This is an optimization exercise on Yosys and OpenROAD, whose aim is small area and a short achievable clock period, not a production implementation.
Function was checked by simulation only, so behaviour that the tests miss may differ from the original.

// block_quantiser
module block_quantiser (
    input  wire         clk,
    input  wire         rst,            
    input  wire         in_valid,
    input  wire [511:0] in_data,        
    input  wire [1:0]   in_fmt,         
    input  wire [2:0]   in_esc_shift,   
    input  wire [31:0]  in_outlier,     
    input  wire         in_blight,
    output reg          out_valid,
    output reg  [15:0]  out_scale,      
    output reg  [255:0] out_codes,      
    output reg  [1:0]   out_esc_count,
    output reg  [4:0]   out_esc0_pos,
    output reg  [15:0]  out_esc0_val,
    output reg  [4:0]   out_esc1_pos,
    output reg  [15:0]  out_esc1_val
);
    integer i, b;
    function [31:0] kbit(input [479:0] keys, input integer bb);
        integer k;
        begin
            for (k = 0; k < 32; k = k + 1) kbit[k] = keys[15*k + bb];
        end
    endfunction
    function [47:0] elim(input [31:0] al_in, input [479:0] keys,
                         input integer hb, input integer lb);
        reg [31:0] al, x1, x0;
        reg [15:0] v;
        reg d1, d0;
        integer bb;
        begin
            al = al_in;
            v  = 16'd0;
            for (bb = hb; bb > lb; bb = bb - 2) begin
                x1 = kbit(keys, bb);
                x0 = kbit(keys, bb - 1);
                d1 = |(al & x1);
                d0 = d1 ? |(al & x1 & x0) : |(al & x0);
                al = al & (x1 | {32{~d1}}) & (x0 | {32{~d0}});
                v  = {v[13:0], d1, d0};
            end
            if (((hb - lb) % 2) == 0) begin
                x1 = kbit(keys, lb);
                d1 = |(al & x1);
                al = al & (x1 | {32{~d1}});
                v  = {v[14:0], d1};
            end
            elim = {v, al};
        end
    endfunction
    function ge15(input [14:0] a, input [14:0] b);
        integer k;
        reg r;
        begin
            r = 1'b1;
            for (k = 0; k < 15; k = k + 1)
                r = (a[k] & ~b[k]) | (~(~a[k] & b[k]) & r);
            ge15 = r;
        end
    endfunction
    function [5:0] dstep(input [5:0] h, input [4:0] dv);
        integer k;
        reg [5:0] bw;
        reg [4:0] df;
        reg g;
        begin
            bw[0] = 1'b0;
            for (k = 0; k < 5; k = k + 1) begin
                df[k]   = h[k] ^ dv[k] ^ bw[k];
  ...
Size in the first run: roughly 2900 flip-flops, roughly 180000 µm² of cells after synthesis.
clock: 75.0 ns
lec_check: 0
abc_area: 1
cap_margin: 40
core_margin: 2
core_utilization: 46
cts_cluster_diameter: 120
cts_cluster_size: 22
place_density: 0.66
slew_margin: 40
standard.sh (not shown) runs the stock make flow with config.mk's settings and CLKGATE_MAP_FILE= SYNTH_SCRIPT=/design/flow/synth_recipe.tcl, a recipe that flattens the netlist after the stock synthesis.
==> flow/flow/run.sh <==
#!/bin/bash
# Layout flow: the standard ORFS flow (standard.sh, which reads the
# settings of config.mk) with two changes:
#  - a setup slack margin for ORFS's timing repair (repair_timing in
#    floorplan, CTS and global route): the repair then works on every path
#    longer than 75 - 59.3 = 15.7 ns, so it shortens the stages of this
#    design rather than stopping at the 75 ns clock period. The clock period
#    and the constraints stay the design's; gate cloning is skipped;
#  - the port buffers that the standard flow puts on every input and output
#    port are of the smallest buffer cell.
# All of make's output, including every tool's log, goes to flow_make.log
# here; ORFS keeps each step's own log under orfs/logs.
set -uo pipefail
bash standard.sh SETUP_SLACK_MARGIN=59.3 SKIP_GATE_CLONING=1 \
    "BUFFER_PORTS_ARGS=-buffer_cell sky130_fd_sc_hd__buf_1" finish > flow_make.log 2>&1
Next try:
--- a/flow/flow/run.sh
+++ b/flow/flow/run.sh
@@ -4,5 +4,5 @@
 #  - a setup slack margin for ORFS's timing repair (repair_timing in
 #    floorplan, CTS and global route): the repair then works on every path
-#    longer than 75 - 59.3 = 15.7 ns, so it shortens the stages of this
+#    longer than 75 - 59.0 = 16.0 ns, so it shortens the stages of this
 #    design rather than stopping at the 75 ns clock period. The clock period
 #    and the constraints stay the design's; gate cloning is skipped;
@@ -12,4 +12,4 @@
 # here; ORFS keeps each step's own log under orfs/logs.
 set -uo pipefail
-bash standard.sh SETUP_SLACK_MARGIN=59.3 SKIP_GATE_CLONING=1 \
+bash standard.sh SETUP_SLACK_MARGIN=59.0 SKIP_GATE_CLONING=1 \
     "BUFFER_PORTS_ARGS=-buffer_cell sky130_fd_sc_hd__buf_1" finish > flow_make.log 2>&1
CORE_UTILIZATION = 43   (was 46)
PLACE_DENSITY = 0.63   (was 0.66)
Synthesized area does not change.
Via count is lower by 2.3%.
Routed wire length is higher by 0.38%.
Hold slack is worse by 0.011 ns.
Die area is higher by 6.9%.

what the ideal ports hide:
How much do the figures lean on ideal ports? The routed layouts below were timed once more, with nothing changed but the port constraints.
Step 1 sets driving cells, clkbuf_16 on the clock port and buf_2 on the other inputs (assumed; they add their load-dependent delay and slew).
Step 2, shift: input delay + t, output delay - t, t = (earliest + latest rising clock arrival at the registers) / 2. This alone moves slack from input paths to output paths.
a / b / c = no drivers / after step 1 / after step 2; a / b = the first two.
run | t (ns) | setup slack, ns | worst register clock-pin slew, ns
the first run | 1.127 | 58.409 / 58.269 / 58.154 | 0.12 / 0.12
the second run | 1.135 | 58.409 / 58.274 / 58.544 | 0.11 / 0.11
After both steps every run listed still meets setup and hold. For the first run, which loses most, drivers alone change the setup slack by -0.140 ns; drivers and shift together by -0.255 ns.
